From an optimization exercise on the open Yosys and OpenROAD flow, aimed at small area, a short achievable clock period and few clock cycles per item; shortcuts taken in it are not production practice.
Where RTL was checked, it was by simulation tests only, not by an equivalence proof against the original.
Function not checked in runs 1 to 5: the RTL went through the layout flow alone.

<file path="design/flow/constraint.sdc">
create_clock -name core_clock -period 10.0 [get_ports {clk}]
set_input_delay 2.0000 -clock core_clock [delete_from_list [all_inputs] [get_ports {clk}]]
set_output_delay 2.0000 -clock core_clock [all_outputs]
set_load 0.01 [all_outputs]
</file>
<file path="design/flow/config.mk">
export PLATFORM = sky130hd
export DESIGN_NAME = sha256_unit
export DESIGN_NICKNAME = sha256_unit
export VERILOG_FILES = /design/flow/design.v
export SDC_FILE = /design/flow/constraint.sdc
export NUM_CORES = 4
export LEC_CHECK = 0
export ABC_AREA = 1
export CAP_MARGIN = 20
export CORE_MARGIN = 2
export CORE_UTILIZATION = 40
export SETUP_SLACK_MARGIN = 5
export SLEW_MARGIN = 20
</file>
<file path="design/flow/run.sh">
#!/bin/bash
# synth_recipe.tcl (not shown) runs the flow's synth.tcl, then flattens the netlist and writes it again
# the make line also repeats each setting of config.mk as NAME=value (left out here)
make -C /OpenROAD-flow-scripts/flow DESIGN_CONFIG=/design/flow/config.mk WORK_HOME=/design/flow/orfs CLKGATE_MAP_FILE= SYNTH_SCRIPT=/design/flow/synth_recipe.tcl finish
</file>
<file path="design/flow/design.v">
module sha256_unit (
    input  wire         clk,
    input  wire         rst,
    input  wire         init,
    input  wire         blk_valid,
    input  wire [511:0] block,
    output wire         busy,
    output wire [255:0] digest
);
    reg  [31:0] a, b, c, d, e, f, g, h;            
    reg  [31:0] hs0, hs1, hs2, hs3, hs4, hs5, hs6, hs7;  
    reg  [31:0] w [0:15];                          
    reg  [31:0] pa, pe;                            
    reg  [5:0]  rnd;                               
    reg         running;
    reg         run_p;                             
    reg         first;                             
    assign busy   = running;
    assign digest = {a, hs1, hs2, hs3, e, hs5, hs6, hs7};
    wire last     = running & (rnd == 6'd0);       
    wire tail     = running & ((rnd == 6'd62) | (rnd == 6'd63) | (rnd == 6'd0));  
    wire acc_blk  = !running & blk_valid;
    wire run_next = acc_blk | (running & !last);
    wire load_iv  = rst | (!running & init);
    wire go       = running & !rst;
    wire pre_last_p = run_p & (rnd == 6'd63);
    reg [31:0] k;
    always @(*) begin
        case (rnd)
            6'd0:  k = 32'h428a2f98; 6'd1:  k = 32'h71374491; 6'd2:  k = 32'hb5c0fbcf; 6'd3:  k = 32'he9b5dba5;
            6'd4:  k = 32'h3956c25b; 6'd5:  k = 32'h59f111f1; 6'd6:  k = 32'h923f82a4; 6'd7:  k = 32'hab1c5ed5;
            6'd8:  k = 32'hd807aa98; 6'd9:  k = 32'h12835b01; 6'd10: k = 32'h243185be; 6'd11: k = 32'h550c7dc3;
            6'd12: k = 32'h72be5d74; 6'd13: k = 32'h80deb1fe; 6'd14: k = 32'h9bdc06a7; 6'd15: k = 32'hc19bf174;
            6'd16: k = 32'he49b69c1; 6'd17: k = 32'hefbe4786; 6'd18: k = 32'h0fc19dc6; 6'd19: k = 32'h240ca1cc;
            6'd20: k = 32'h2de92c6f; 6'd21: k = 32'h4a7484aa; 6'd22: k = 32'h5cb0a9dc; 6'd23: k = 32'h76f988da;
            6'd24: k = 32'h983e5152; 6'd25: k = 32'ha831c66d; 6'd26: k = 32'hb00327c8; 6'd27: k = 32'hbf597fc7;
            6'd28: k = 32'hc6e00bf3; 6'd29: k = 32'hd5a79147; 6'd30: k = 32'h06ca6351; 6'd31: k = 32'h14292967;
            6'd32: k = 32'h27b70a85; 6'd33: k = 32'h2e1b2138; 6'd34: k = 32'h4d2c6dfc; 6'd35: k = 32'h53380d13;
            6'd36: k = 32'h650a7354; 6'd37: k = 32'h766a0abb; 6'd38: k = 32'h81c2c92e; 6'd39: k = 32'h92722c85;
            6'd40: k = 32'ha2bfe8a1; 6'd41: k = 32'ha81a664b; 6'd42: k = 32'hc24b8b70; 6'd43: k = 32'hc76c51a3;
            6'd44: k = 32'hd192e819; 6'd45: k = 32'hd6990624; 6'd46: k = 32'hf40e3585; 6'd47: k = 32'h106aa070;
            6'd48: k = 32'h19a4c116; 6'd49: k = 32'h1e376c08; 6'd50: k = 32'h2748774c; 6'd51: k = 32'h34b0bcb5;
            6'd52: k = 32'h391c0cb3; 6'd53: k = 32'h4ed8aa4a; 6'd54: k = 32'h5b9cca4f; 6'd55: k = 32'h682e6ff3;
            6'd56: k = 32'h748f82ee; 6'd57: k = 32'h78a5636f; 6'd58: k = 32'h84c87814; 6'd59: k = 32'h8cc70208;
            6'd60: k = 32'h90befffa; 6'd61: k = 32'ha4506ceb; 6'd62: k = 32'hbef9a3f7; default: k = 32'hc67178f2;
        endcase
    end
    wire [31:0] w0f = w[0] & {32{first}};          
    wire [31:0] s1  = {e[5:0], e[31:6]} ^ {e[10:0], e[31:11]} ^ {e[24:0], e[31:25]};
    wire [31:0] ch  = (e & f) ^ (~e & g);
    wire [31:0] s0  = {a[1:0], a[31:2]} ^ {a[12:0], a[31:13]} ^ {a[21:0], a[31:22]};
    wire [31:0] mj  = (a & b) | (a & c) | (b & c);
    wire [31:0] x1s = pa ^ w0f ^ ch;
    wire [31:0] x1c = {(pa[30:0] & w0f[30:0]) | (pa[30:0] & ch[30:0]) | (w0f[30:0] & ch[30:0]), 1'b0};
    wire [31:0] z1s = mj ^ s1 ^ s0;
    wire [31:0] z1c = {(mj[30:0] & s1[30:0]) | (mj[30:0] & s0[30:0]) | (s1[30:0] & s0[30:0]), 1'b0};
    wire [31:0] x2s = x1s ^ x1c ^ z1s;
    wire [31:0] x2c = {(x1s[30:0] & x1c[30:0]) | (x1s[30:0] & z1s[30:0]) | (x1c[30:0] & z1s[30:0]), 1'b0};
    wire [31:0] x3s = x2s ^ x2c ^ z1c;
    wire [31:0] x3c = {(x2s[30:0] & x2c[30:0]) | (x2s[30:0] & z1c[30:0]) | (x2c[30:0] & z1c[30:0]), 1'b0};
    wire [31:0] a_new = x3s + x3c;
    wire [31:0] y1s = pe ^ w0f ^ ch;
    wire [31:0] y1c = {(pe[30:0] & w0f[30:0]) | (pe[30:0] & ch[30:0]) | (w0f[30:0] & ch[30:0]), 1'b0};
    wire [31:0] y2s = y1s ^ y1c ^ s1;
    wire [31:0] y2c = {(y1s[30:0] & y1c[30:0]) | (y1s[30:0] & s1[30:0]) | (y1c[30:0] & s1[30:0]), 1'b0};
    wire [31:0] e_new = y2s + y2c;
    wire [31:0] oph = run_p ? g : hs7;
    wire [31:0] opd = run_p ? c : hs3;
    wire [31:0] opw = run_p ? w[1] : 32'd0;
    wire [31:0] hs0f = hs0 & {32{pre_last_p}};
    wire [31:0] hs4f = hs4 & {32{pre_last_p}};
    wire [31:0] p1s = oph ^ opw ^ hs0f;
    wire [31:0] p1c = {(oph[30:0] & opw[30:0]) | (oph[30:0] & hs0f[30:0]) | (opw[30:0] & hs0f[30:0]), 1'b0};
    wire [31:0] p2s = p1s ^ p1c ^ k;
    wire [31:0] p2c = {(p1s[30:0] & p1c[30:0]) | (p1s[30:0] & k[30:0]) | (p1c[30:0] & k[30:0]), 1'b0};
    wire [31:0] pa_next = p2s + p2c;
    wire [31:0] q1s = oph ^ opw ^ opd;
    wire [31:0] q1c = {(oph[30:0] & opw[30:0]) | (oph[30:0] & opd[30:0]) | (opw[30:0] & opd[30:0]), 1'b0};
    wire [31:0] q2s = q1s ^ q1c ^ hs4f;
    wire [31:0] q2c = {(q1s[30:0] & q1c[30:0]) | (q1s[30:0] & hs4f[30:0]) | (q1c[30:0] & hs4f[30:0]), 1'b0};
    wire [31:0] q3s = q2s ^ q2c ^ k;
    wire [31:0] q3c = {(q2s[30:0] & q2c[30:0]) | (q2s[30:0] & k[30:0]) | (q2c[30:0] & k[30:0]), 1'b0};
    wire [31:0] pe_next = q3s + q3c;
    wire [31:0] w1    = w[1];
    wire [31:0] w14   = w[14];
    wire [31:0] ss0   = {w1[6:0], w1[31:7]} ^ {w1[17:0], w1[31:18]} ^ (w1 >> 3);
    wire [31:0] ss1   = {w14[16:0], w14[31:17]} ^ {w14[18:0], w14[31:19]} ^ (w14 >> 10);
    wire [31:0] w9    = w[9];
    wire [31:0] w0    = w[0];
    wire [31:0] m1s   = w0 ^ w9 ^ ss0;
    wire [31:0] m1c   = {(w0[30:0] & w9[30:0]) | (w0[30:0] & ss0[30:0]) | (w9[30:0] & ss0[30:0]), 1'b0};
    wire [31:0] m2s   = m1s ^ m1c ^ ss1;
    wire [31:0] m2c   = {(m1s[30:0] & m1c[30:0]) | (m1s[30:0] & ss1[30:0]) | (m1c[30:0] & ss1[30:0]), 1'b0};
    wire [31:0] w_new = m2s + m2c;
    wire [31:0] sum_a = hs3 + a;
    wire [31:0] sum_e = hs7 + e;
    integer i;
    always @(posedge clk) begin
        if (rst) begin
            running <= 1'b0;
            run_p   <= 1'b0;
            first   <= 1'b0;
            rnd     <= 6'd0;
        end else begin
            running <= run_next;
            run_p   <= (!run_p & blk_valid) | (run_p & (rnd != 6'd0));
            first   <= acc_blk;
            rnd     <= run_next ? rnd + 6'd1 : 6'd0;
        end
        if (go) begin
            a <= a_new;
            e <= e_new;
        end else if (load_iv) begin
            a <= 32'h6a09e667;
            e <= 32'h510e527f;
        end
        if (running) begin
            b <= a; c <= b; d <= c;
            f <= e; g <= f; h <= g;
        end else begin
            b <= hs1; c <= hs2; d <= hs3;
            f <= hs5; g <= hs6; h <= hs7;
            hs0 <= a;
            hs4 <= e;
        end
        if (load_iv) begin
            hs1 <= 32'hbb67ae85; hs2 <= 32'h3c6ef372; hs3 <= 32'ha54ff53a;
            hs5 <= 32'h9b05688c; hs6 <= 32'h1f83d9ab; hs7 <= 32'h5be0cd19;
        end else if (tail) begin
            hs1 <= sum_a; hs2 <= hs1; hs3 <= hs2;
            hs5 <= sum_e; hs6 <= hs5; hs7 <= hs6;
        end
        pa <= pa_next;
        pe <= pe_next;
        for (i = 0; i < 15; i = i + 1)
            w[i] <= running ? w[i+1] : {block[32*i +: 8], block[32*i+8 +: 8],
                                        block[32*i+16 +: 8], block[32*i+24 +: 8]};
        w[15] <= running ? w_new : {block[487:480], block[495:488], block[503:496], block[511:504]};
    end
endmodule
</file>
==> results of run 1 <==
==> metrics by stage <==
stage	hold WS (ns)	instance area, sq um
after floorplan	0.403	65600
after global placement	0.407	75100
after detailed placement	0.409	75100
after CTS	0.411	80300
after global routing	0.433	81500
final	0.414	81500
==> cell type report <==
cell class | instances | area [sq um]
antenna | 19 | 47.5
clock buffer | 171 | 3530
clock inverter | 55 | 641
fill | 16148 | 81300
inverter | 1320 | 4980
multi-input combinational | 6290 | 37100
sequential | 1065 | 22600
tap | 2175 | 2720
timing repair buffer | 1009 | 9870
==> path summary, 6_finish.rpt <==
path	cells past startpoint	to	slack, ns	startpoint
worst min-delay path	2	w[12][12]	0.41	w[13][12]
worst max register to register	19	pe[31]	4.93	run_p
worst max-delay path	19	pe[31]	4.93	run_p
worst min register to register	2	w[12][12]	0.41	w[13][12]
==> placed cells by master, fill, tap and decap left out, types with 19 or more instances in the layout <==
master           instances
ha_1                   234
buf_12                  22
clkdlybuf4s50_1        772
clkinv_2                24
o21ai_1                 56
xnor2_1                147
clkbuf_16              123
clkbuf_1                21
o21ai_0                327
o211ai_1                52
buf_4                  207
fa_1                   402
diode_2                 19
nand2_1               3330
a21oi_1                319
xor2_2                  30
a21boi_0                21
nand3_1                475
dfxtp_1                935
inv_1                 1308
nor2_1                 421
edfxtp_1               128
clkbuf_8                27
or2_2                   34
o21bai_1                46
nor3_1                  25
xor2_1                 147
nand4_1                 49
==> repair_timing <==
action                     in CTS  in global routing
resized for setup              83                 87
setup endpoints to repair     105                 87
buffers inserted               79                 89
pin swaps                       2                  9
cloned                          1                  0
==> cells by family after synthesis <==
logic type | count (synthesis) | share of synthesized area
compound gates | 906 | 0.0758
xor+xnor | 328 | 0.0438
fa+ha+maj | 639 | 0.168
buf+inv | 1689 | 0.0986
flops | 1065 | 0.345
mux | 2 | 0.000305
simple gates | 4414 | 0.269
==> routing by layer <==
layer | up-vias | wire length (microns)
li1 | 29281 | -
met2 | 3154 | 136000
met5 | - | 202
met3 | 510 | 34700
met4 | 28 | 14600
met1 | 30599 | 145000
==> worst reg2reg max path, cell delays in order, from the launching register on <==
cell	delay [ns]
dfxtp_2	0.35
inv_6	0.26
buf_16	0.36
nand2_1	0.17
nand2_1	0.32
fa_1	0.51
fa_1	0.49
inv_1	0.05
fa_1	0.47
inv_1	0.04
ha_1	0.47
nand2_1	0.15
nand2_1	0.23
a21oi_4	0.34
o21a_1	0.18
nand2_1	0.13
nand2_1	0.12
nand3_2	0.18
nand3_1	0.13
nand2_1	0.06
==> Yosys cell counts, drive strengths merged <==
cell type,instances,area share
nand2,3351,0.19
inv,1319,0.076
dfxtp,937,0.29
nand3,486,0.038
nor2,429,0.025
fa,403,0.12
o21ai,402,0.031
a21oi,330,0.025
clkbuf,300,0.017
ha,236,0.045
xor2,179,0.024
xnor2,149,0.020
edfxtp,128,0.059
buf,69,0.0058
o211ai,52,0.0060
nand4,49,0.0047
o21bai,46,0.0053
or2,35,0.0033
nor3,25,0.0019
a21boi,23,0.0026
a21o,18,0.0021
a31oi,18,0.0017
nand3b,18,0.0021
o21a,14,0.0016
and2,8,0.00076
nor4,8,0.00076
mux2i,2,0.00031
nand2b,2,0.00019
nor3b,2,0.00023
o311ai,2,0.00027
a211oi,1,0.00011
clkinv,1,0.000057
nor4b,1,0.00013
==> impl_results.md, run 1 <==
- Clock Skew: 0.0499 ns
- DRC Markers: 0
- Worst-Margin Slew: around 1.2 ns
- CTS buffer count: about 120
- Row Count: 148
- Clock slew at reported path FFs: ~0.070 ns
- Setup TNS: 0 ns
- Final hold vios: 0
- Antenna violations before repair: 41
- Pin count of the biggest net entering global routing: 240
- Slowest-stage cell, CP: fa_1
- Vias in the first global route: 60613
- Synthesized cell area: 0.0656 sq mm
- Number of setup violations in the final report: 0
- Crit Path Class: flop to flop
- Non-Filler Instances: 12104
- Met3 Resource Use GR: 0.0972
- Area delta synth->final: 24.3%
- Outcome: complete, no violations
- TritonCTS clock tree: yes
- Die H: 409 microns
- Die area: 0.167 sq mm
- Ports: 773
- Tcrit/Tclk final: 0.507
- Htree depth: 3
- Layout cells sized above 1: 0.0601
- Post-synthesis cell type count: 50
- Initial Utilization: 0.403
- RSZ-0062 raised after global routing: true
- DRT Wirelength: about 330000 microns
- Worst Path Required: between 10 and 15 ns
- Global Route met1 Usage: 0.550
- Total GRT Usage: 0.386
- Worst-Skew Late Latency: 0.80 ns
- Util after Layout: 0.501
- Worst setup SP type: flop
- Hold crit path type: flop to flop
- Vias/cell: approximately 5.3
- Iteration-0 DRC Markers: 7447
- Clk sink count: 1065
- Worst Setup End Kind: flop
- Max Root-Sink Buffers: 3
- Critical Path Fanout Max: 60
- Post-DP HPWL: roughly 270000 microns
- Routed WL per cell: 27.3 microns
- Final min period: 5.07 ns
- Post-synthesis register bit count: 1065
- Inst Count DP: between 10000 and 15000
- Max stage delay on crit path: approximately 0.51 ns
- Relative slew margins: 0.164
- Placeable core area: ~0.16 sq mm
- Max_cap viols: 0
- Vias: roughly 64000
- Synth Instances: about 9000
- Drt first pass iters: 8
- Port bufs: 772
- Final Wtd Congestion: 1.09
- Die Width: 409 microns
- Remaining Overflow, GRT: 0
- Worst Path Buf+Inv: 4
- Reg with most FFs: w
- Hold_buf cts: 0
- Max reg flops: 512
- WP data arrival: 5.77 ns
- Crit-path leading delay family: adder cells
- Synth Area per Inst: 7.25 sq um
- CTS root buf: clkbuf_16
- Crit-path cells: inv_6, buf_16, nand2_1, nand2_1, fa_1, fa_1, inv_1, fa_1, inv_1, ha_1, nand2_1, nand2_1, a21oi_4, o21a_1, nand2_1, nand2_1, nand3_2, nand3_1, nand2_1
- Max Fclk: just under 200 MHz
- Met2 usage: 0.561
- ANT nets after route: 0
- Most frequent CP cell: nand2_1
- Nets: 10960
- Post-synthesis sequential area ratio: 0.345
- Setup ws final: 4.93 ns
- First-pass GRT wire length: approximately 460000 microns
- Busiest layer in global routing: met2
- Max-slew violation count: 0
- Yosys warns: 2
- Mapped Nets: 10198
- Place WS: between 3 and 4 ns
==> run 2: changes to the inputs <==
--- a/design/flow/config.mk
+++ b/design/flow/config.mk
@@ -7,3 +7,2 @@
 export LEC_CHECK = 0
-export ABC_AREA = 1
 export CAP_MARGIN = 20
==> run 2 against run 1 <==
  * Worst hold slack improved by 0.030 ns
  * Non-clock buffer count grew 43
  * Critical path type unchanged
  * Still clean
  * Clock skew rose by 0.0038 ns
  * Sequential cell count unchanged
==> impl_results.md, run 2 <==
- Vias/cell: 5.39 (+2.5%)
- Crit-path cells: buf_4, xor2_1, xnor2_2, fa_1, fa_1, inv_1, fa_1, ha_2, inv_2, fa_2, nor2b_4, o31ai_4, a21oi_2, a22o_1, a311o_1, o31ai_4, buf_6, o31ai_2, xnor2_1, nor2_1
- Port bufs: 772 (unchanged)
- Tcrit/Tclk final: 0.521 (+0.0134)
- Clk sink count: 1065 (unchanged)
- Vias in the first global route: 48416 (-20%)
- Final min period: 5.21 ns (+0.134 ns)
- Number of setup violations in the final report: 0 (unchanged)
- RSZ-0062 raised after global routing: true
- Htree depth: 3 (unchanged)
- Largest family of logic cells by synthesized area: adder cells
- Cells taking the most area after synthesis: dfxtp_1 (31%), fa_1 (13%), mux2_2 (12%)
- Setup TNS: 0 ns (unchanged)
- Setup ws final: 4.79 ns (-0.134 ns)
- Antenna violations before repair: 36 (-12%)
- Layout cells sized above 1: 0.203 (+0.143)
- Synth Area in Compound Gates: 0.109 (+0.0329)
- Slowest-stage cell, CP: fa_1
- Max reg flops: 512 (unchanged)
- Max_cap viols: 0 (unchanged)
- DRT Wirelength: 252000 microns (-24%)
- Outcome: complete, no violations
- ANT nets after route: 0 (unchanged)
- Util after Layout: 0.518 (+0.0170)
- Yosys warns: 2 (unchanged)
- Count leader, synth: dfxtp_1
- Remaining Overflow, GRT: 0 (unchanged)
- CTS buffer count: 118 (-0.84%)
- Die Width: 396 microns (-3.2%)
- Synthesized cell area: 0.0614 sq mm (-6.4%)
- FILL cells: 13844 (-14%)
- Hold_buf cts: 0 (unchanged)
- First-pass GRT wire length: 354000 microns (-23%)
- Final Wtd Congestion: 0.966 (-11%)
- Max stage delay on crit path: 0.50 ns (about the same)
- Commonest non-fill, non-tap cell in the layout: dfxtp_1
- Max-slew violation count: 0 (unchanged)
- Max Fclk: 192 MHz (-2.6%)
- Final hold vios: 0 (unchanged)
- Area delta synth->final: 28.3%
- Synth Instances: 6052 (-33%)
- Crit Path Class: flop to flop
- Iteration-0 DRC Markers: 4150 (-44%)
- Ports: 773 (unchanged)
- DRC Markers: 0 (unchanged)
- Most frequent CP cell: fa_1
- Commonest non-fill, non-tap cells in the layout: dfxtp_1 (926), clkdlybuf4s50_1 (771), mux2_2 (667)
- Die area: 0.157 sq mm (-6.4%)
- Register area: 0.0226 sq mm (about the same)
- Vias: 48741 (-23%)
- Synth top area share: 0.306 (+0.0196)
- Synth Area in Simple Gates: 0.0883 (-0.180)
- Fin Hold WS: 0.445 ns (+0.0302 ns)
- Row Count: 143 (-3.4%)
- Critical Path Fanout Max: 4 (-93%)
- Initial Utilization: 0.404 (+0.000669)
- Post-synth EDFFs: 128 (unchanged)
- Post-synth top cells: dfxtp_1 (937), mux2_2 (678), inv_1 (625)
- Post-Synth Adder-Cell Area: 0.180 (+0.0117)
- Die H: 396 microns (-3.2%)
- Relative slew margins: 0.212 (+0.0482)
- Synth Area per Inst: 10.1 sq um (+40%)
- Placeable core area: 0.152 sq mm (-6.6%)
- Worst-Margin Slew: 1.17 ns (-0.0692 ns)
- Post-synthesis sequential area ratio: 0.368 (+0.0236)
- Clock Skew: 0.0537 ns (+0.00379 ns)
- Multi-input logic area: 0.0368 sq mm (-0.70%)
- Post-DP HPWL: 196000 microns (-26%)
- Async S/R FF share, synth: 0 (unchanged)
- Reg with most FFs: w
- Total GRT Usage: 0.314 (-0.0723)
- TritonCTS clock tree: yes
- Hold crit path type: flop to flop
- Cell accounting for the most synthesized area: dfxtp_1
- Worst setup SP type: flop
- Post-synthesis register bit count: 1065 (unchanged)
- Max Root-Sink Buffers: 3 (unchanged)
- Post-synthesis cell type count: 102 (+100%)
- Worst Path Buf+Inv: 4 (unchanged)
- Worst Setup End Kind: flop
- Mapped Nets: 7207 (-29%)
- Crit-path leading delay family: adder cells
- Mux share of post-synthesis cell area: 0.133 (+0.133)
- Place WS: 3.01 ns (-0.354 ns)
- Clock slew at reported path FFs: 0.06 ns (about the same)
- XOR/XNOR Fraction of Synth Area: 0.0633 (+0.0195)
- Nets: 8069 (-26%)
- Routed WL per cell: 27.8 microns (+1.9%)
- CTS root buf: clkbuf_16
- Worst Path Required: 10.48 ns (-0.22 ns)
- Pin count of the biggest net entering global routing: 171 (-29%)
- Drt first pass iters: 6 (-2)
- Post-synth top flop: dfxtp_1
- WP data arrival: 5.69 ns (-0.08 ns)
- Worst-Skew Late Latency: 0.79 ns (about the same)
-- run 2: changes by cell type in the layout (fill, tap and decap cells not counted), sizes merged, moves of 78 or more --
cell	change
a21o	+113
mux2	+680
nand3	-359
o21ai	-187
inv	-688
nor2	-211
nand2	-2786
xnor2	+158
and2	+78
-- run 2: area by class of cell --
type	instances	area share
inverters	631	0.0305
multi-input cells	4046	0.468
diodes	10	0.000318
clock buffers	172	0.0439
repair buffers	1052	0.132
well taps	2030	0.0323
clock inverters	45	0.00617
flip-flops and latches	1065	0.287
-- run 2: stage by stage --
step	area [sq um]	std cells
after floorplan	61400	6052
after CTS	77200	8960
after global routing	78700	9047
after detailed placement	71100	8623
final	78700	9051
after global placement	71100	8623
-- run 2: logic make-up (layout without fill, tap and decap cells) --
| logic type | after synthesis | in the layout |
|---|---|---|
| AO/OA/AOI/OAI | 1029 | 1029 |
| buffers and inverters | 941 | 1900 |
| other | 0 | 10 |
| flip-flops | 1065 | 1065 |
| XOR/XNOR | 443 | 443 |
| AND/OR/NAND/NOR | 1205 | 1205 |
| adder cells (fa/ha/maj) | 640 | 640 |
| multiplexers | 729 | 729 |
-- run 2: final timing paths --
kind,startpoint,to,slack [ns],depth (start not counted)
setup / recovery,a[4],a[26],4.79,20
hold / removal,w[15][7],w[14][7],0.44,1
setup reg to reg,a[4],a[26],4.79,20
hold reg to reg,w[15][7],w[14][7],0.44,1
-- run 2: metal layers --
| layer | track usage | part of all wire | vias up |
|---|---|---|---|
| li1 | - | - | 22080 |
| met1 | 0.392 | 0.40 | 24052 |
| met2 | 0.524 | 0.48 | 2154 |
| met3 | 0.0612 | 0.074 | 439 |
| met4 | 0.141 | 0.051 | 16 |
| met5 | 0 | 0.00040 | - |
-- run 2: timing repair --
action	in CTS	in global routing
resized for setup	201	174
pin swaps	54	85
endpoints found under the setup margin	122	53
cloned	6	0
buffers inserted	114	81
-- run 2: worst reg2reg max path, delay by kind of cell (launching register included) --
| family | cells | cell delay, ns |
|---|---|---|
| flip-flops | 1 | 0.40 |
| buffers and inverters | 4 | 0.42 |
| adder cells (fa/ha/maj) | 5 | 2.02 |
| AND/OR/NAND/NOR | 2 | 0.22 |
| XOR/XNOR | 3 | 0.63 |
| AO/OA/AOI/OAI | 6 | 1.20 |
==> run 3: changes to the inputs <==
==> design/flow/flow/run.sh (new file) <==
#!/bin/bash
# The standard layout (the standard.sh, unchanged synthesis), with the
# port buffers that placement inserts made of the smallest buffer cell.
set -euo pipefail
bash standard.sh finish "BUFFER_PORTS_ARGS=-buffer_cell sky130_fd_sc_hd__buf_1" > standard_flow.log 2>&1
==> design/flow/standard.sh (new file) <==
#!/bin/bash
# synth_recipe.tcl (not shown) runs the flow's synth.tcl, then flattens the netlist and writes it again
# the make line also repeats each setting of config.mk as NAME=value (left out here)
make -C /OpenROAD-flow-scripts/flow DESIGN_CONFIG=/design/flow/config.mk WORK_HOME=/design/flow/orfs CLKGATE_MAP_FILE= SYNTH_SCRIPT=/design/flow/synth_recipe.tcl "${@:-finish}"
removed: design/flow/run.sh
==> run 3 against run 2 <==
  * Still clean on timing, DRC and antenna
  * Final area down 5.9%
  * Synthesized area unchanged
  * First-iteration DRC count decreased by 2.7%
  * Maximum frequency rose by 2.1%
  * Worst hold slack worse by 0.016 ns
  * Critical endpoint is now a[24]
==> impl_results.md, run 3 <==
- Initial Utilization: 0.404 (unchanged)
- Area delta synth->final: 20.7%
- Place WS: 3.57 ns (+0.558 ns)
- Worst setup SP type: flop
- Register area: 0.0226 sq mm (about the same)
- Met3 Resource Use GR: 0.0601 (-0.00111)
- Worst Setup End Kind: flop
- ANT nets after route: 0 (unchanged)
- Max reg flops: 512 (unchanged)
- Drt first pass iters: 6 (unchanged)
- Relative slew margins: 0.232 (+0.0203)
- Worst Path Buf+Inv: 2 (-2)
- Max stage delay on crit path: 0.57 ns (+0.07 ns)
- Met2 usage: 0.511 (-0.0130)
- Tcrit/Tclk final: 0.510 (-0.0105)
- CTS buffer count: 120 (+1.7%)
- Max_cap viols: 0 (unchanged)
- Mapped Nets: 7207 (unchanged)
- FILL cells: 14296 (+3.3%)
- Die Width: 396 microns (unchanged)
- Most frequent CP cell: fa_1
- Htree depth: 3 (unchanged)
- Ports: 773 (unchanged)
- Worst-Margin Slew: 1.14 ns (-0.0302 ns)
- Max-slew violation count: 0 (unchanged)
- Outcome: complete, no violations
- Commonest non-fill, non-tap cells in the layout: dfxtp_1 (921), buf_1 (772), mux2_2 (674)
- Slowest-stage cell, CP: edfxtp_1
- Crit path from: a[10]
- Commonest non-fill, non-tap cell in the layout: dfxtp_1
- Hold Startpoint: w[15][26]
- Nets: 8059 (-0.12%)
- Crit-path cells: xor2_2, xnor2_4, fa_1, fa_1, inv_1, fa_1, ha_2, o21a_1, nor2_1, a21oi_2, a22o_4, a311o_1, buf_6, o31ai_4, o21ai_1, xnor2_1, nor2_1
- Routed WL per cell: 27.8 microns (about the same)
- Total GRT Usage: 0.311 (-0.00275)
- Synthesized cell area: 0.0614 sq mm (unchanged)
- TritonCTS clock tree: yes
- Post-synth EDFFs: 128 (unchanged)
- Async S/R FF share, synth: 0 (unchanged)
- Vias: 49008 (+0.55%)
- Max Fclk: 196 MHz (+2.1%)
- Pin count of the biggest net entering global routing: 198 (+16%)
- Row Count: 143 (unchanged)
- Post-synthesis sequential area ratio: 0.368 (unchanged)
- CTS root buf: clkbuf_16
- Synth Instances: 6052 (unchanged)
- Critical Path Fanout Max: 6 (+2)
- Number of setup violations in the final report: 0 (unchanged)
- Vias in the first global route: 48045 (-0.77%)
- Global Route met1 Usage: 0.393 (+0.00111)
- Synth Area per Inst: 10.1 sq um (unchanged)
- Final hold vios: 0 (unchanged)
- Worst Path Required: 10.50 ns (+0.02 ns)
- Post-synthesis cell type count: 102 (unchanged)
- Yosys warns: 2 (unchanged)
- Vias/cell: 5.42 (+0.60%)
- Max Root-Sink Buffers: 3 (unchanged)
- WP data arrival: 5.60 ns (-0.09 ns)
- Antenna violations before repair: 33 (-8.3%)
- Post-synthesis register bit count: 1065 (unchanged)
- Setup TNS: 0 ns (unchanged)
- RSZ-0062 raised after global routing: true
- DRC Markers: 0 (unchanged)
- Layout cells sized above 1: 0.205 (+0.00114)
- Iteration-0 DRC Markers: 4039 (-2.7%)
- First-pass GRT wire length: 351000 microns (-0.88%)
- Post-synth top cells: dfxtp_1 (937), mux2_2 (678), inv_1 (625)
- Final Wtd Congestion: 1.02 (+5.1%)
- Die H: 396 microns (unchanged)
- Synth top area share: 0.306 (unchanged)
- Count leader, synth: dfxtp_1
- Placeable core area: 0.152 sq mm (unchanged)
- Multi-input logic area: 0.0367 sq mm (-0.39%)
- Reg with most FFs: w
- Clock slew at reported path FFs: 0.06 ns (about the same)
- Setup ws final: 4.90 ns (+0.105 ns)
- Remaining Overflow, GRT: 0 (unchanged)
- Clk sink count: 1065 (unchanged)
- Hold crit path type: flop to flop
- Final min period: 5.10 ns (-0.105 ns)
- DRT Wirelength: 252000 microns (about the same)
- Post-synth top flop: dfxtp_1
- Cell accounting for the most synthesized area: dfxtp_1
- RR Startpoint: a[10]
- Clock Skew: 0.0500 ns (-0.00366 ns)
- Busiest layer in global routing: met2
- Post-DP HPWL: 195000 microns (-0.43%)
- Hold_buf cts: 0 (unchanged)
- Port bufs: 772 (unchanged)
- Crit-path leading delay family: adder cells
- Crit Path Class: flop to flop
- Die area: 0.157 sq mm (unchanged)
- Worst-Skew Late Latency: 0.78 ns (about the same)
- Cells taking the most area after synthesis: dfxtp_1 (31%), fa_1 (13%), mux2_2 (12%)
[run 3: worst reg2reg max path: stages (launching register included)]
cell      delay, ns
edfxtp_1       0.57
xor2_2         0.28
xnor2_4        0.29
fa_1           0.48
fa_1           0.54
inv_1          0.05
fa_1           0.49
ha_2           0.32
o21a_1         0.21
nor2_1         0.14
a21oi_2        0.08
a22o_4         0.30
a311o_1        0.29
buf_6          0.14
o31ai_4        0.35
o21ai_1        0.12
xnor2_1        0.16
nor2_1         0.05
[run 3: worst paths after layout]
path         slack, ns  cells past startpoint         to
min               0.43                      1  w[14][26]
min reg2reg       0.43                      1  w[14][26]
max reg2reg       4.90                     17      a[24]
max               4.90                     17      a[24]
[run 3: cell families after synthesis]
family | after synthesis | share of synthesized area
DFF | 1065 | 0.368
and+or+nand+nor | 1205 | 0.0883
xor gates and xnor gates | 443 | 0.0633
muxes | 729 | 0.133
buffers and inverters | 941 | 0.0586
adders and majority gates | 640 | 0.180
AOI/OAI and AO/OA | 1029 | 0.109
[run 3: final cells by class]
cell class | instances | share of cell area
multi-input combinational | 4046 | 0.496
sequential | 1065 | 0.306
inverter | 631 | 0.0321
tap | 2030 | 0.0343
antenna | 10 | 0.000338
clock buffer | 167 | 0.0486
timing repair buffer | 1040 | 0.0720
clock inverter | 57 | 0.0115
[run 3: metal layers]
metal	share of wire	wire (microns)
met1	0.39	98700
met2	0.47	117000
met5	0.00025	63
met4	0.057	14400
met3	0.085	21300
[run 3: timing repair]
action	in CTS	in global routing
cloned	4	3
setup buffers	123	70
pin swaps	48	89
endpoints found under the setup margin	104	63
resized for setup	149	183
[run 3: metrics by stage]
step	cells	utilization	hold WS (ns)	instance area, sq um
2_1_floorplan	6052	-	0.433	61400
3_3_place_gp	8611	0.435	0.436	66200
3_5_place_dp	8611	0.435	0.438	66200
4_1_cts	8962	0.477	0.419	72500
5_1_grt	9039	0.487	0.439	74000
6_report	9046	0.487	0.428	74100
==> run 4: changes to the inputs <==
--- a/design/flow/config.mk
+++ b/design/flow/config.mk
@@ -10,2 +10,3 @@
 export CORE_UTILIZATION = 40
+export CTS_BUF_LIST = sky130_fd_sc_hd__clkbuf_4 sky130_fd_sc_hd__clkbuf_8
 export SETUP_SLACK_MARGIN = 5
==> run 4 against run 3 <==
  * Sequential cell count unchanged
  * Synthesized cell count unchanged
  * Global-route usage up 0.24 points
  * Synthesized area unchanged
  * Highest routed layer unchanged
==> impl_results.md, run 4 <==
- Outcome: complete, no violations
- Vias/cell: 5.40 (-0.40%)
- Tcrit/Tclk final: 0.519 (+0.00875)
- Initial Utilization: 0.404 (unchanged)
- Iteration-0 DRC Markers: 4122 (+2.1%)
- FILL cells: 14399 (+0.72%)
- Worst Setup End Kind: flop
- Dpl cell area: 0.0662 sq mm (unchanged)
- DRT Wirelength: 253000 microns (+0.54%)
- Post-synth top cells: dfxtp_1 (937), mux2_2 (678), inv_1 (625)
- Commonest non-fill, non-tap cell in the layout: dfxtp_1
- ANT nets after route: 0 (unchanged)
- Pin count of the biggest net entering global routing: 198 (unchanged)
- Synthesized cell area: 0.0614 sq mm (unchanged)
- Commonest non-fill, non-tap cells in the layout: dfxtp_1 (920), buf_1 (772), mux2_2 (677)
- Worst-Margin Slew: 1.25 ns (+0.107 ns)
- Max_cap viols: 0 (unchanged)
- Reg with most FFs: w
- Synth Area per Inst: 10.1 sq um (unchanged)
- Synth Instances: 6052 (unchanged)
- Met1 Wirelength: 98400 microns (-0.33%)
- Die H: 396 microns (unchanged)
- Final hold vios: 0 (unchanged)
- Post-synthesis sequential area ratio: 0.368 (unchanged)
- Vias: 49405 (+0.81%)
- Max reg flops: 512 (unchanged)
- Number of setup violations in the final report: 0 (unchanged)
- Antenna violations before repair: 39 (+18%)
- Mapped Nets: 7207 (unchanged)
- Worst-Skew Late Latency: 0.96 ns (+0.18 ns)
- Die Width: 396 microns (unchanged)
- Setup TNS: 0 ns (unchanged)
- Post-synthesis register bit count: 1065 (unchanged)
- Area delta synth->final: 20.1%
- Hold crit path type: flop to flop
- Fin area: 0.0737 sq mm (-0.43%)
- Count leader, synth: dfxtp_1
- RSZ-0062 raised after global routing: true
- Synth top area share: 0.306 (unchanged)
- WP data arrival: 5.84 ns (+0.24 ns)
- DRC Markers: 0 (unchanged)
- Post-synth EDFFs: 128 (unchanged)
- Drt first pass iters: 6 (unchanged)
- Max-slew violation count: 0 (unchanged)
- Ports: 773 (unchanged)
- CTS root buf: clkbuf_8
- WL met3: 22800 microns (+6.7%)
- Async S/R FF share, synth: 0 (unchanged)
- Clk sink count: 1065 (unchanged)
- Critical Path Fanout Max: 4 (-2)
- Cell accounting for the most synthesized area: dfxtp_1
- Remaining Overflow, GRT: 0 (unchanged)
- Worst setup SP type: flop
- Cells taking the most area after synthesis: dfxtp_1 (31%), fa_1 (13%), mux2_2 (12%)
- Clock Skew: 0.0739 ns (+0.0239 ns)
- Clock slew at reported path FFs: 0.07 ns (about the same)
- Port bufs: 772 (unchanged)
- CTS buffer count: 188 (+57%)
- Max Root-Sink Buffers: 3 (unchanged)
- Nets: 8112 (+0.66%)
- Final min period: 5.19 ns (+0.0875 ns)
- TritonCTS clock tree: yes
- Row Count: 143 (unchanged)
- Die area: 0.157 sq mm (unchanged)
- Crit Path Class: flop to flop
- Relative slew margins: 0.167 (-0.0649)
- Worst Path Required: 10.65 ns (+0.15 ns)
- Met2 WL: 120000 microns (+2.0%)
- Vias in the first global route: 48832 (+1.6%)
- Placeable core area: 0.152 sq mm (unchanged)
- Post-synth top flop: dfxtp_1
- Post-synthesis cell type count: 102 (unchanged)
- Post-DP HPWL: 195000 microns (unchanged)
- DR top layer: met5
- Htree depth: 4 (+1)
- Routed WL per cell: 27.7 microns (-0.66%)
- Total GRT Usage: 0.313 (+0.00245)
- Max Fclk: 193 MHz (-1.7%)
- Yosys warns: 2 (unchanged)
- Final Wtd Congestion: 1.02 (unchanged)
- First-pass GRT wire length: 353000 microns (+0.60%)
- Layout cells sized above 1: 0.216 (+0.0115)
run 4: cell counts after synthesis:
No cell type changed its count.
run 4: cell families (layout without fill, tap and decap cells):
kind of cell | count (synthesis) | after routing | share of synthesized area
simple gates | 1205 | 1205 | 0.0883
buf+inv | 941 | 2004 | 0.0586
mux | 729 | 729 | 0.133
fa+ha+maj | 640 | 640 | 0.180
other cells | 0 | 11 | 0
xor+xnor | 443 | 443 | 0.0633
compound gates | 1029 | 1029 | 0.109
flops | 1065 | 1065 | 0.368
run 4: final cells by class:
| class | instances | area, sq um | share of cell area |
|---|---|---|---|
| Clock inverter | 45 | 569 | 0.00772 |
| Clock buffer | 303 | 3810 | 0.0516 |
| Antenna cell | 11 | 27.5 | 0.000373 |
| Sequential cell | 1065 | 22600 | 0.307 |
| Timing Repair Buffer | 1025 | 5200 | 0.0706 |
| Inverter | 631 | 2370 | 0.0322 |
| Tap cell | 2030 | 2540 | 0.0344 |
| Multi-Input combinational cell | 4046 | 36600 | 0.496 |
run 4: metrics by stage:
stage | instances | worst slack, ns | hold slack (ns) | util
finish | 9156 | 4.81 | 0.414 | 0.485
global route | 9148 | 4.68 | 0.427 | 0.485
CTS | 9086 | 4.87 | 0.404 | 0.477
detailed placement | 8611 | 3.57 | 0.438 | 0.435
global placement | 8611 | 3.68 | 0.436 | 0.435
floorplan | 6052 | 5.01 | 0.433 | -
run 4: timing repair:
item                                    in CTS  in global routing
gates resized for setup                    162                132
endpoints found under the setup margin      90                 65
hold buffers                                 0                  0
hold endpoints to repair                     0                  0
buffers inserted                           124                 54
pin swaps                                   45                 64
gates cloned                                 3                  4
run 4: worst max-delay path, stage by stage, from the launching register on:
cell and delay (ns):
edfxtp_1 0.40, buf_6 0.15, xnor2_4 0.26, xnor2_2 0.17, inv_1 0.10, fa_1 0.51, fa_1 0.49, inv_1 0.05
fa_1 0.48, ha_4 0.20, inv_2 0.06, fa_2 0.22, nor2b_4 0.06, o31ai_4 0.22, a21oi_2 0.11, a22o_4 0.30
a311o_2 0.46, o31ai_4 0.37, o21ai_2 0.09, xnor2_1 0.15, nand2_1 0.07
run 4: final timing paths:
check / start / end / slack, ns / cells past startpoint
hold / removal: w[6][31] / w[5][31] / 0.41 / 1
setup reg to reg: e[13] / a[30] / 4.81 / 20
setup / recovery: e[13] / a[30] / 4.81 / 20
hold reg to reg: w[6][31] / w[5][31] / 0.41 / 1
run 4: layer usage:
layer | vias up | track usage
met2 | 2518 | 0.519
met1 | 24158 | 0.390
met3 | 474 | 0.0719
li1 | 22241 | -
met4 | 14 | 0.135
met5 | - | 0
==> run 5: changes to the inputs <==
--- a/design/flow/config.mk
+++ b/design/flow/config.mk
@@ -9,4 +9,3 @@
 export CORE_MARGIN = 2
-export CORE_UTILIZATION = 40
-export CTS_BUF_LIST = sky130_fd_sc_hd__clkbuf_4 sky130_fd_sc_hd__clkbuf_8
+export CORE_UTILIZATION = 55
 export SETUP_SLACK_MARGIN = 5
==> run 5 against run 4 <==
  * Via count is 0.83% higher
  * Clock skew is 0.0020 ns higher
  * Synthesized area stayed put
  * Synthesized cell count stayed put
  * Final area is 1.3% lower
==> impl_results.md, run 5 <==
- CTS root buf: clkbuf_16
- Inst Count DP: 8063 (-6.4%)
- Total GRT Usage: 0.410 (+0.0966)
- Synth Instances: 6052 (unchanged)
- Max Root-Sink Buffers: 3 (unchanged)
- Max stage delay on crit path: 0.55 ns (+0.04 ns)
- Layout cells sized above 1: 0.198 (-0.0178)
- Antenna violations before repair: 25 (-36%)
- Max reg flops: 512 (unchanged)
- Worst-Margin Slew: 1.27 ns (+0.0190 ns)
- Largest family of logic cells by synthesized area: adder cells
- Post-DP HPWL: 182000 microns (-6.9%)
- Crit-path leading delay family: adder cells
- Clk sink count: 1065 (unchanged)
- Htree depth: 3 (-1)
- Count leader, synth: dfxtp_1
- Most frequent CP cell: fa_1
- Row Count: 122 (-15%)
- Clock Skew: 0.0760 ns (+0.00203 ns)
- Outcome: complete, no violations
- Die Width: 338 microns (-15%)
- Terminus of the critical flop-to-flop path: a[26]
- Max_cap viols: 0 (unchanged)
- Yosys warns: 2 (unchanged)
- Vias: 49814 (+0.83%)
- Crit-path cells: xnor2_4, xnor2_2, inv_1, fa_1, fa_1, inv_1, fa_1, ha_2, inv_2, fa_2, nor2b_4, o31ai_4, a21oi_2, a22o_4, a311o_1, o31ai_4, o31ai_2, xnor2_1, nor2_1
- Mapped Nets: 7207 (unchanged)
- Drt first pass iters: 7 (+1)
- Worst setup SP type: flop
- Worst Path Buf+Inv: 3 (-1)
- Reg2Reg Depth: 19 (-5.0%)
- Initial Utilization: 0.555 (+0.151)
- Critical Path Fanout Max: 4 (unchanged)
- Post-Synth Adder-Cell Area: 0.180 (unchanged)
- Vias/cell: 5.88 (+8.9%)
- Post-synth top flop: dfxtp_1
- DRC Markers: 0 (unchanged)
- Worst Setup End Kind: flop
- Setup TNS: 0 ns (unchanged)
- TritonCTS clock tree: yes
- Post-synthesis register bit count: 1065 (unchanged)
- Routed WL per cell: 28.3 microns (+2.4%)
- Hold_buf cts: 0 (unchanged)
- Hold crit path type: flop to flop
- CTS buffer count: 112 (-40%)
- Max Fclk: 195 MHz (+0.95%)
- Crit Path Class: flop to flop
- R2R Setup Slk: 4.86 ns (+0.05 ns)
- Worst Path Required: 10.48 ns (-0.17 ns)
- Placeable core area: 0.111 sq mm (-27%)
- Synth Area in Compound Gates: 0.109 (unchanged)
- RR Startpoint: e[27]
- Synthesized cell area: 0.0614 sq mm (unchanged)
- Slowest-stage cell, CP: edfxtp_1
- Number of setup violations in the final report: 0 (unchanged)
- Synth Area per Inst: 10.1 sq um (unchanged)
- Crit path to: a[26]
- WP data arrival: 5.62 ns (-0.22 ns)
- Crit path from: e[27]
- Async S/R FF share, synth: 0 (unchanged)
- Post-synth top cells: dfxtp_1 (937), mux2_2 (678), inv_1 (625)
- Pin count of the biggest net entering global routing: 151 (-24%)
- Max-slew violation count: 0 (unchanged)
- Fin Hold WS: 0.421 ns (+0.00655 ns)
- Tcrit/Tclk final: 0.514 (-0.00490)
- Nets: 8035 (-0.95%)
- Non-Filler Instances: 8477 (-7.4%)
- Post-synthesis cell type count: 102 (unchanged)
- Remaining Overflow, GRT: 0 (unchanged)
- RSZ-0062 raised after global routing: true
- Clock slew at reported path FFs: 0.07 ns (about the same)
- Final min period: 5.14 ns (-0.0490 ns)
- Area delta synth->final: 18.6%
- First-pass GRT wire length: 335000 microns (-5.0%)
- Vias in the first global route: 48032 (-1.6%)
- Port bufs: 772 (unchanged)
- Ports: 773 (unchanged)
- Cell accounting for the most synthesized area: dfxtp_1
- Cells taking the most area after synthesis: dfxtp_1 (31%), fa_1 (13%), mux2_2 (12%)
- XOR/XNOR Fraction of Synth Area: 0.0633 (unchanged)
- Commonest non-fill, non-tap cells in the layout: dfxtp_1 (922), buf_1 (772), mux2_2 (658)
- Die area: 0.114 sq mm (-27%)
- Levels on crit path: 19 (-5.0%)
- Synth top area share: 0.306 (unchanged)
- Relative slew margins: 0.147 (-0.0199)
- Iteration-0 DRC Markers: 4759 (+15%)
- Die H: 338 microns (-15%)
- Worst-Skew Late Latency: 0.77 ns (-0.19 ns)
- Mux share of post-synthesis cell area: 0.133 (unchanged)
- Final hold vios: 0 (unchanged)
- Post-synth EDFFs: 128 (unchanged)
- ANT nets after route: 0 (unchanged)
- Commonest non-fill, non-tap cell in the layout: dfxtp_1
- Synth Area in Simple Gates: 0.0883 (unchanged)
- DRT Wirelength: 240000 microns (-5.2%)
- Reg with most FFs: w
- Final Wtd Congestion: 1.03 (+1.0%)
- Post-synthesis sequential area ratio: 0.368 (unchanged)
-- run 5: layout make-up --
class                   count  area [sq um]
well taps                1488          1860
diodes                     12          30.0
clock buffers             168          3380
repair buffers           1024          5250
clock inverters            43           597
inverters                 631          2380
flip-flops and latches   1065         22600
multi-input cells        4046         36600
fillers                  8894         37900
-- run 5: cell families after synthesis --
family | count (synthesis)
and+or+nand+nor | 1205
DFF | 1065
AOI/OAI and AO/OA | 1029
buffers and inverters | 941
muxes | 729
adders and majority gates | 640
xor gates and xnor gates | 443
-- run 5: worst min-delay path by stage --
stage	startpoint	end	slack [ns]	depth (start not counted)
after floorplan	w[11][0]	w[10][0]	0.43	1
after global placement	w[7][10]	w[6][10]	0.44	1
after detailed placement	w[10][8]	w[9][8]	0.44	1
after CTS	w[15][16]	w[14][16]	0.40	1
after global routing	w[10][22]	w[9][22]	0.42	1
final	w[15][20]	w[14][20]	0.42	1
-- run 5: what timing repair did --
item	in CTS	in global routing
gates resized for setup	165	163
buffers inserted	121	61
cloned	5	4
setup endpoints to repair	125	69
pin swaps	30	67
-- run 5: worst register-to-register path, cell delays in order (launching register included) --
cell and delay [ns]:
edfxtp_1 0.55, xnor2_4 0.32, xnor2_2 0.18, inv_1 0.09, fa_1 0.47, fa_1 0.55, inv_1 0.05, fa_1 0.48
ha_2 0.19, inv_2 0.04, fa_2 0.40, nor2b_4 0.16, o31ai_4 0.08, a21oi_2 0.21, a22o_4 0.19, a311o_1 0.31
o31ai_4 0.12, o31ai_2 0.28, xnor2_1 0.15, nor2_1 0.05
-- run 5: routing by layer --
metal / share of wire / vias up / track usage
met5: 0.00042 / - / 0
met4: 0.080 / 16 / 0.270
met3: 0.10 / 671 / 0.0960
met2: 0.44 / 2795 / 0.633
met1: 0.37 / 24289 / 0.515
li1: - / 22043 / -
-- run 5: stage by stage --
stage          setup slack (ns)  instance area [sq um]  utilization
2_1_floorplan              5.01                  61400            -
3_3_place_gp               3.70                  65500        0.592
3_5_place_dp               3.74                  65500        0.592
4_1_cts                    4.93                  71400        0.645
5_1_grt                    4.73                  72700        0.657
6_report                   4.86                  72800        0.658
==> run 6: changes to the inputs <==
--- a/design/flow/design.v
+++ b/design/flow/design.v
@@ -16,3 +16,2 @@
     reg         run_p;                             
-    reg         first;                             
     assign busy   = running;
@@ -47,3 +46,2 @@
     end
-    wire [31:0] w0f = w[0] & {32{first}};          
     wire [31:0] s1  = {e[5:0], e[31:6]} ^ {e[10:0], e[31:11]} ^ {e[24:0], e[31:25]};
@@ -52,32 +50,29 @@
     wire [31:0] mj  = (a & b) | (a & c) | (b & c);
-    wire [31:0] x1s = pa ^ w0f ^ ch;
-    wire [31:0] x1c = {(pa[30:0] & w0f[30:0]) | (pa[30:0] & ch[30:0]) | (w0f[30:0] & ch[30:0]), 1'b0};
-    wire [31:0] z1s = mj ^ s1 ^ s0;
-    wire [31:0] z1c = {(mj[30:0] & s1[30:0]) | (mj[30:0] & s0[30:0]) | (s1[30:0] & s0[30:0]), 1'b0};
-    wire [31:0] x2s = x1s ^ x1c ^ z1s;
-    wire [31:0] x2c = {(x1s[30:0] & x1c[30:0]) | (x1s[30:0] & z1s[30:0]) | (x1c[30:0] & z1s[30:0]), 1'b0};
-    wire [31:0] x3s = x2s ^ x2c ^ z1c;
-    wire [31:0] x3c = {(x2s[30:0] & x2c[30:0]) | (x2s[30:0] & z1c[30:0]) | (x2c[30:0] & z1c[30:0]), 1'b0};
+    wire [31:0] x1s = pa ^ mj ^ ch;
+    wire [31:0] x1c = {(pa[30:0] & mj[30:0]) | (pa[30:0] & ch[30:0]) | (mj[30:0] & ch[30:0]), 1'b0};
+    wire [31:0] x2s = x1s ^ x1c ^ s1;
+    wire [31:0] x2c = {(x1s[30:0] & x1c[30:0]) | (x1s[30:0] & s1[30:0]) | (x1c[30:0] & s1[30:0]), 1'b0};
+    wire [31:0] x3s = x2s ^ x2c ^ s0;
+    wire [31:0] x3c = {(x2s[30:0] & x2c[30:0]) | (x2s[30:0] & s0[30:0]) | (x2c[30:0] & s0[30:0]), 1'b0};
     wire [31:0] a_new = x3s + x3c;
-    wire [31:0] y1s = pe ^ w0f ^ ch;
-    wire [31:0] y1c = {(pe[30:0] & w0f[30:0]) | (pe[30:0] & ch[30:0]) | (w0f[30:0] & ch[30:0]), 1'b0};
-    wire [31:0] y2s = y1s ^ y1c ^ s1;
-    wire [31:0] y2c = {(y1s[30:0] & y1c[30:0]) | (y1s[30:0] & s1[30:0]) | (y1c[30:0] & s1[30:0]), 1'b0};
-    wire [31:0] e_new = y2s + y2c;
+    wire [31:0] y1s = pe ^ ch ^ s1;
+    wire [31:0] y1c = {(pe[30:0] & ch[30:0]) | (pe[30:0] & s1[30:0]) | (ch[30:0] & s1[30:0]), 1'b0};
+    wire [31:0] e_new = y1s + y1c;
     wire [31:0] oph = run_p ? g : hs7;
     wire [31:0] opd = run_p ? c : hs3;
-    wire [31:0] opw = run_p ? w[1] : 32'd0;
+    wire [31:0] w0in = {block[7:0], block[15:8], block[23:16], block[31:24]};
+    wire [31:0] opw = run_p ? w[1] : w0in;
     wire [31:0] hs0f = hs0 & {32{pre_last_p}};
     wire [31:0] hs4f = hs4 & {32{pre_last_p}};
-    wire [31:0] p1s = oph ^ opw ^ hs0f;
-    wire [31:0] p1c = {(oph[30:0] & opw[30:0]) | (oph[30:0] & hs0f[30:0]) | (opw[30:0] & hs0f[30:0]), 1'b0};
-    wire [31:0] p2s = p1s ^ p1c ^ k;
-    wire [31:0] p2c = {(p1s[30:0] & p1c[30:0]) | (p1s[30:0] & k[30:0]) | (p1c[30:0] & k[30:0]), 1'b0};
+    wire [31:0] p1s = oph ^ hs0f ^ k;
+    wire [31:0] p1c = {(oph[30:0] & hs0f[30:0]) | (oph[30:0] & k[30:0]) | (hs0f[30:0] & k[30:0]), 1'b0};
+    wire [31:0] p2s = p1s ^ p1c ^ opw;
+    wire [31:0] p2c = {(p1s[30:0] & p1c[30:0]) | (p1s[30:0] & opw[30:0]) | (p1c[30:0] & opw[30:0]), 1'b0};
     wire [31:0] pa_next = p2s + p2c;
-    wire [31:0] q1s = oph ^ opw ^ opd;
-    wire [31:0] q1c = {(oph[30:0] & opw[30:0]) | (oph[30:0] & opd[30:0]) | (opw[30:0] & opd[30:0]), 1'b0};
+    wire [31:0] q1s = oph ^ opd ^ k;
+    wire [31:0] q1c = {(oph[30:0] & opd[30:0]) | (oph[30:0] & k[30:0]) | (opd[30:0] & k[30:0]), 1'b0};
     wire [31:0] q2s = q1s ^ q1c ^ hs4f;
     wire [31:0] q2c = {(q1s[30:0] & q1c[30:0]) | (q1s[30:0] & hs4f[30:0]) | (q1c[30:0] & hs4f[30:0]), 1'b0};
-    wire [31:0] q3s = q2s ^ q2c ^ k;
-    wire [31:0] q3c = {(q2s[30:0] & q2c[30:0]) | (q2s[30:0] & k[30:0]) | (q2c[30:0] & k[30:0]), 1'b0};
+    wire [31:0] q3s = q2s ^ q2c ^ opw;
+    wire [31:0] q3c = {(q2s[30:0] & q2c[30:0]) | (q2s[30:0] & opw[30:0]) | (q2c[30:0] & opw[30:0]), 1'b0};
     wire [31:0] pe_next = q3s + q3c;
@@ -101,3 +96,2 @@
             run_p   <= 1'b0;
-            first   <= 1'b0;
             rnd     <= 6'd0;
@@ -106,3 +100,2 @@
             run_p   <= (!run_p & blk_valid) | (run_p & (rnd != 6'd0));
-            first   <= acc_blk;
             rnd     <= run_next ? rnd + 6'd1 : 6'd0;
--- a/design/flow/config.mk
+++ b/design/flow/config.mk
@@ -9,3 +9,3 @@
 export CORE_MARGIN = 2
-export CORE_UTILIZATION = 55
+export CORE_UTILIZATION = 40
 export SETUP_SLACK_MARGIN = 5
==> run 6 against run 5 <==
  * Still clean on timing, DRC and antenna
  * Register-to-register slack improved by 0.08 ns
  * Sequential cell count fell by 1
  * Wire length fell by 2.5%
  * Non-clock buffer count fell by 73
  * Worst hold slack improved by 0.028 ns
==> impl_results.md, run 6 <==
- Critical Path Fanout Max: 4 (unchanged)
- Max_cap viols: 0 (unchanged)
- Die H: 391 microns (+16%)
- Setup TNS: 0 ns (unchanged)
- Antenna violations before repair: 36 (+44%)
- WP data arrival: 5.53 ns (-0.09 ns)
- Nets: 7707 (-4.1%)
- TritonCTS clock tree: yes
- Cell accounting for the most synthesized area: dfxtp_1
- Worst-Margin Slew: 1.07 ns (-0.199 ns)
- Crit Path Class: flop to flop
- Reg with most FFs: w
- Initial Utilization: 0.404 (-0.151)
- Reg2Reg Depth: 18 (-1)
- Hold crit path type: flop to flop
- Post-synth top flop: dfxtp_1
- Commonest non-fill, non-tap cell in the layout: dfxtp_1
- Util after Layout: 0.473 (-0.184)
- First-pass GRT wire length: 328000 microns (-2.1%)
- Worst Path Required: 10.47 ns (about the same)
- Vias in the first global route: 46117 (-4.0%)
- R2R Setup Slk: 4.94 ns (+0.08 ns)
- Post-synthesis register bit count: 1064 (-0.094%)
- Count leader, synth: dfxtp_1
- Synth Area per Inst: 10.2 sq um (+1.0%)
- Outcome: complete, no violations
- Commonest non-fill, non-tap cells in the layout: dfxtp_1 (926), buf_1 (772), mux2_2 (683)
- Worst-Skew Late Latency: 0.77 ns (about the same)
- ANT nets after route: 0 (unchanged)
- Iteration-0 DRC Markers: 3884 (-18%)
- Clock slew at reported path FFs: 0.07 ns (about the same)
- Fin Hold WS: 0.448 ns (+0.0276 ns)
- Drt first pass iters: 5 (-2)
- Htree depth: 3 (unchanged)
- Layout cells sized above 1: 0.180 (-0.0183)
- DRT Wirelength: 234000 microns (-2.5%)
- Routed WL per cell: 27.0 microns (-4.6%)
- Yosys warns: 2 (unchanged)
- Post-synth top cells: dfxtp_1 (936), mux2_2 (683), nand2_1 (516)
- Port bufs: 772 (unchanged)
- Placeable core area: 0.148 sq mm (+34%)
- Die Width: 391 microns (+16%)
- Async S/R FF share, synth: 0 (unchanged)
- Max reg flops: 512 (unchanged)
- Pin count of the biggest net entering global routing: 180 (+19%)
- DRC Markers: 0 (unchanged)
- RSZ-0062 raised after global routing: true
- Post-synthesis sequential area ratio: 0.377 (+0.00921)
- Relative slew margins: 0.287 (+0.140)
- Total GRT Usage: 0.297 (-0.113)
- Synth top area share: 0.313 (+0.00759)
- CTS buffer count: 119 (+6.3%)
- Tcrit/Tclk final: 0.506 (-0.00768)
- Synth Instances: 5841 (-3.5%)
- Final hold vios: 0 (unchanged)
- Area delta synth->final: 17.3%
- Global Route met1 Usage: 0.374 (-0.141)
- Clk sink count: 1064 (-0.094%)
- CTS root buf: clkbuf_16
- Busiest layer in global routing: met2
- Worst setup SP type: flop
- Post-DP HPWL: 183000 microns (+0.82%)
- Max-slew violation count: 0 (unchanged)
- Final min period: 5.06 ns (-0.0768 ns)
- WHS Path Cells: 1 (unchanged)
- Post-synth EDFFs: 128 (unchanged)
- Post-synthesis cell type count: 92 (-9.8%)
- Worst Setup End Kind: flop
- Max Root-Sink Buffers: 3 (unchanged)
- Max Fclk: 198 MHz (+1.5%)
- Number of setup violations in the final report: 0 (unchanged)
- Ports: 773 (unchanged)
- Met3 Resource Use GR: 0.0484 (-0.0476)
- Die area: 0.153 sq mm (+34%)
- Vias/cell: 5.45 (-7.3%)
- Synthesized cell area: 0.0598 sq mm (-2.5%)
- Met2 usage: 0.495 (-0.139)
- Final Wtd Congestion: 0.960 (-6.4%)
- Cells taking the most area after synthesis: dfxtp_1 (31%), mux2_2 (13%), fa_1 (11%)
- Vias: 47189 (-5.3%)
- Clock Skew: 0.0480 ns (-0.0280 ns)
- Mapped Nets: 6936 (-3.8%)
- Remaining Overflow, GRT: 0 (unchanged)
- Row Count: 141 (+16%)
run 6: changes by cell type after synthesis, sizes merged, moves of 26 or more:
cell	previous run	this run
fa	403	342
inv	631	509
mux2i	48	81
nand2	565	521
nor2	219	193
o21ai	215	187
xnor2	307	339
xor2	136	101
run 6: per-layer routing:
layer / up-vias / share of wire
met5: - / 0.000090
met4: 4 / 0.053
met3: 455 / 0.076
met2: 2132 / 0.47
met1: 23105 / 0.40
li1: 21493 / -
run 6: cell type report:
cell class,instances,area [sq um]
timing repair buffer,951,4430
sequential,1064,22600
antenna,19,47.5
fill,14021,78000
multi-input combinational,3967,34500
inverter,509,1920
clock buffer,164,3540
tap,1930,2410
clock inverter,60,709
run 6: worst paths after layout:
kind | from | endpoint
setup / recovery | a[1] | a[25]
hold / removal | w[15][11] | w[14][11]
setup reg to reg | a[1] | a[25]
hold reg to reg | w[15][11] | w[14][11]
run 6: timing repair:
| item | 4_1_cts | 5_1_grt |
|---|---|---|
| gates resized for setup | 60 | 58 |
| gates cloned | 2 | 1 |
| buffers inserted | 57 | 65 |
| hold buffers | 0 | 0 |
| endpoints found under the setup margin | 62 | 41 |
| pin swaps | 21 | 37 |
run 6: logic make-up after synthesis:
family / Yosys count / share of synthesized area
buffers and inverters: 811 / 0.0525
multiplexers: 764 / 0.142
adder cells (fa/ha/maj): 580 / 0.164
flip-flops: 1064 / 0.377
AO/OA/AOI/OAI: 1021 / 0.110
XOR/XNOR: 440 / 0.0644
AND/OR/NAND/NOR: 1161 / 0.0895
run 6: through the flow:
step                cells  worst slack (ns)  instance area, sq um
CTS                  8579              4.96                 69400
global placement     8296              3.96                 64400
finish               8664              4.94                 70200
detailed placement   8296              3.86                 64400
floorplan            5841              5.02                 59800
global route         8661              4.79                 70200
run 6: worst max-delay path, stage by stage (launching register included):
cell and delay, ns:
edfxtp_1 0.45, a21o_1 0.23, o21ai_2 0.08, fa_1 0.48
fa_1 0.54, fa_1 0.42, inv_1 0.07, ha_2 0.18
inv_2 0.04, fa_2 0.32, and2b_1 0.24, o21a_1 0.15
o21ai_2 0.07, a2111o_1 0.44, a211oi_4 0.40, o211a_4 0.24
o21a_1 0.17, mux2i_1 0.19, a311oi_1 0.06
Testbench counts of run 6, summed over its fixed seeds: cycles 50,229, blocks 768.

[what the ideal ports hide]
The results above use ideal ports. As a check the final layouts listed here were re-extracted and re-timed, cells and wires unchanged. Step 1: set_driving_cell puts a clkbuf_16 on clk and a buf_2 on each other input, an assumption about the parent block. Step 2 moves the port delays by t, midway between the first and last clock arrival at a register: inputs arrive t later, outputs are due t later. That takes back most of the time a late clock gives input paths. a / b / c = ideal / step 1 / step 2; a / b = the first two.
| run | shift t [ns] | setup WS [ns] | worst setup path at the end |
|---|---|---|---|
| run 1 | 0.871 | 4.927 / 4.927 / 4.232 | input to register |
| run 2 | 0.841 | 4.794 / 4.794 / 4.359 | input to register |
| run 3 | 0.836 | 4.899 / 4.899 / 4.335 | input to register |
| run 4 | 1.009 | 4.811 / 4.811 / 4.080 | input to register |
| run 5 | 0.802 | 4.860 / 4.860 / 4.366 | input to register |
| run 6 | 0.828 | 4.937 / 4.937 / 4.375 | input to register |
After both steps every run listed still meets setup and hold. The setup slack of run 4, which loses most, moves by 0.000 ns with the drivers and by -0.731 ns with both steps.
